This design comes from an exercise in tuning for small area and a short achievable clock period on the open sky130 flow, not from production work.
Only simulation tests tie the RTL to the original design; equivalence was not proved.
Power figures rest on the tool's default switching activity, not on a simulated workload.

==> flow/design.v (excerpt) <==
module fp32_lane (
    input  wire        clk,
    input  wire        rst,
    input  wire        in_valid,
    input  wire [3:0]  in_op,
    input  wire [31:0] in_a,
    input  wire [31:0] in_b,
    input  wire [31:0] in_c,
    output reg         out_valid,
    output reg  [31:0] out_result,
    output reg  [2:0]  out_flags      
);
Size: about 4500 cells after synthesis, about 140 I/O pins.
export LEC_CHECK = 0
export CAP_MARGIN = 20
export CORE_MARGIN = 2
export CORE_UTILIZATION = 60
export CTS_CLUSTER_DIAMETER = 80
export CTS_CLUSTER_SIZE = 20
export SLEW_MARGIN = 20
export SYNTH_HIERARCHICAL = 1
export BUFFER_PORTS_ARGS = -inputs -outputs -buffer_cell sky130_fd_sc_hd__buf_2
export SETUP_SLACK_MARGIN = 18.15
create_clock -name core_clock -period 24.0 [get_ports {clk}]
standard.sh (not shown) runs the stock make flow with config.mk's settings and CLKGATE_MAP_FILE= SYNTH_SCRIPT=/design/flow/synth_recipe.tcl, a recipe that flattens the netlist after the stock synthesis.
==> flow/flow/run.sh <==
#!/bin/bash
# Layout flow: the standard layout (standard.sh) with two changes:
#  - every input and output port is buffered by a plain buf_2 instead of the
#    default port buffer;
#  - the timing repair after CTS and global routing aims for a setup slack of
#    18.15 ns at the design's 24 ns clock (paths of at most 5.85 ns); the SDC
#    and the clock period are the design's, unchanged.
set -euo pipefail
cat >> config.mk <<'EOC'
export BUFFER_PORTS_ARGS = -inputs -outputs -buffer_cell sky130_fd_sc_hd__buf_2
export SETUP_SLACK_MARGIN = 18.15
EOC
bash standard.sh finish > standard.log 2>&1
Then changed:
--- a/flow/design.v
+++ b/flow/design.v
@@ -140,33 +140,31 @@
         r1_zm   <= zm;
         r1_pbig <= p_big & ~ov;
         r1_pz   <= p_zero | ov;
         r1_sub  <= (ps ^ zs) & ~ov;
         r1_ps   <= ps;
         r1_zs   <= zs;
         r1_sh   <= sh;
         r1_le   <= ov ? {2'b00, ov_res[31:24]} : le;
     end
+    wire [47:0] pm;
     wire [47:0] pmn;
     fp32_lane_add #(.N(48), .L(6)) u_padd (.a(r1_s), .b(r1_c), .cin(1'b1), .eac(1'b0), .s(pmn), .co());
-    wire [47:0] pm  = ~pmn;
-    wire        selp = ~r1_pbig & ~r1_pz;
-    wire [47:0] lm  = r1_pbig ? pm : {r1_zm, 16'd0, r1_le[7:0] & {8{r1_ov}}};
-    wire [47:0] sm  = {(r1_pbig ? r1_zm : pm[47:24] & {24{~r1_pz}}), pm[23:0] & {24{selp}}};
-    wire [50:0] a5 = r1_sh[5] ? {32'd0, sm[47:29]} : {sm, 3'b000};
-    wire [50:0] a4 = r1_sh[4] ? {16'd0, a5[50:16]} : a5;
-    wire [50:0] a3 = r1_sh[3] ? {8'd0,  a4[50:8]}  : a4;
-    wire [50:0] a2 = r1_sh[2] ? {4'd0,  a3[50:4]}  : a3;
-    wire [50:0] a1 = r1_sh[1] ? {2'd0,  a2[50:2]}  : a2;
-    wire [50:0] s_sh = r1_sh[0] ? {1'd0,  a1[50:1]}  : a1;
-    wire        s_lost = (r1_sh[5] & (|sm[28:0])) | (r1_sh[4] & (|a5[15:0])) |
-                         (r1_sh[3] & (|a4[7:0])) | (r1_sh[2] & (|a3[3:0])) |
-                         (r1_sh[1] & (|a2[1:0])) | (r1_sh[0] & a1[0]);
+    wire [47:0] pmz = ~pmn & {48{~r1_pz}};
+    wire [47:0] cm2 = {r1_zm, 24'd0};
+    wire [47:0] lm  = r1_pbig ? pmz : {r1_zm, 16'd0, r1_le[7:0] & {8{r1_ov}}};
+    wire [47:0] sm  = r1_pbig ? cm2 : pmz;
+    wire [50:0] s_fr = {sm, 3'b000};
+    wire [50:0] s_sh = s_fr >> r1_sh;
+    reg  [50:0] lmask;
+    integer k;
+    always @(*) for (k = 0; k < 51; k = k + 1) lmask[k] = (r1_sh > k);
+    wire        s_lost = |(s_fr & lmask);
     reg        r2_v, r2_ov, r2_inv;
     reg [47:0] r2_l;
     reg [50:0] r2_s;
     reg [9:0]  r2_le;
     reg        r2_sub, r2_ls, r2_ss;
     always @(posedge clk) begin
         if (rst) r2_v <= 1'b0;
         else     r2_v <= r1_v;
         r2_ov  <= r1_ov;
Result:
- The changed run completed without violations
- combinational power goes up slightly
- power goes up slightly
- count of clock-buffer cells in the layout stays the same
- cell area goes up slightly
- register-to-register slack is worse by 0.11 ns
- via count goes up by a few percent
- setup slack is worse by 0.012 ns
- non-clock buffer count goes up by 3
- utilization goes down by 0.19 points
- wire length goes up by a few percent

port drivers added, routing unchanged:
The flow's constraints put no driver on any port. The routed layouts listed below were extracted and timed again, unchanged, in two steps. Step 1 sets driving cells, clkbuf_16 on the clock port and buf_2 on the other inputs (assumed; they add their load-dependent delay and slew). Step 2 adds t to the input delays and takes it off the output delays; t is the mean of the earliest and latest rising clock arrival at the registers after step 1. Input paths then give back, and output paths get back, about the clock's delay inside the block. a / b / c = ideal ports / drivers / drivers and shift; a / b = the first two.
run | t, ns | slack for setup (ns) | latest minus earliest clock arrival (ns) | worst data-port slew with drivers (ns)
the first run | 0.637 | 18.189 / 18.130 / 17.999 | 0.048 / 0.048 | 0.07
the second run | 0.647 | 18.177 / 18.108 / 17.954 | 0.035 / 0.035 | 0.06
After both steps setup and hold are still met in every run listed. The setup slack of the second run, which loses most, moves by -0.069 ns with the drivers and by -0.223 ns with both steps.
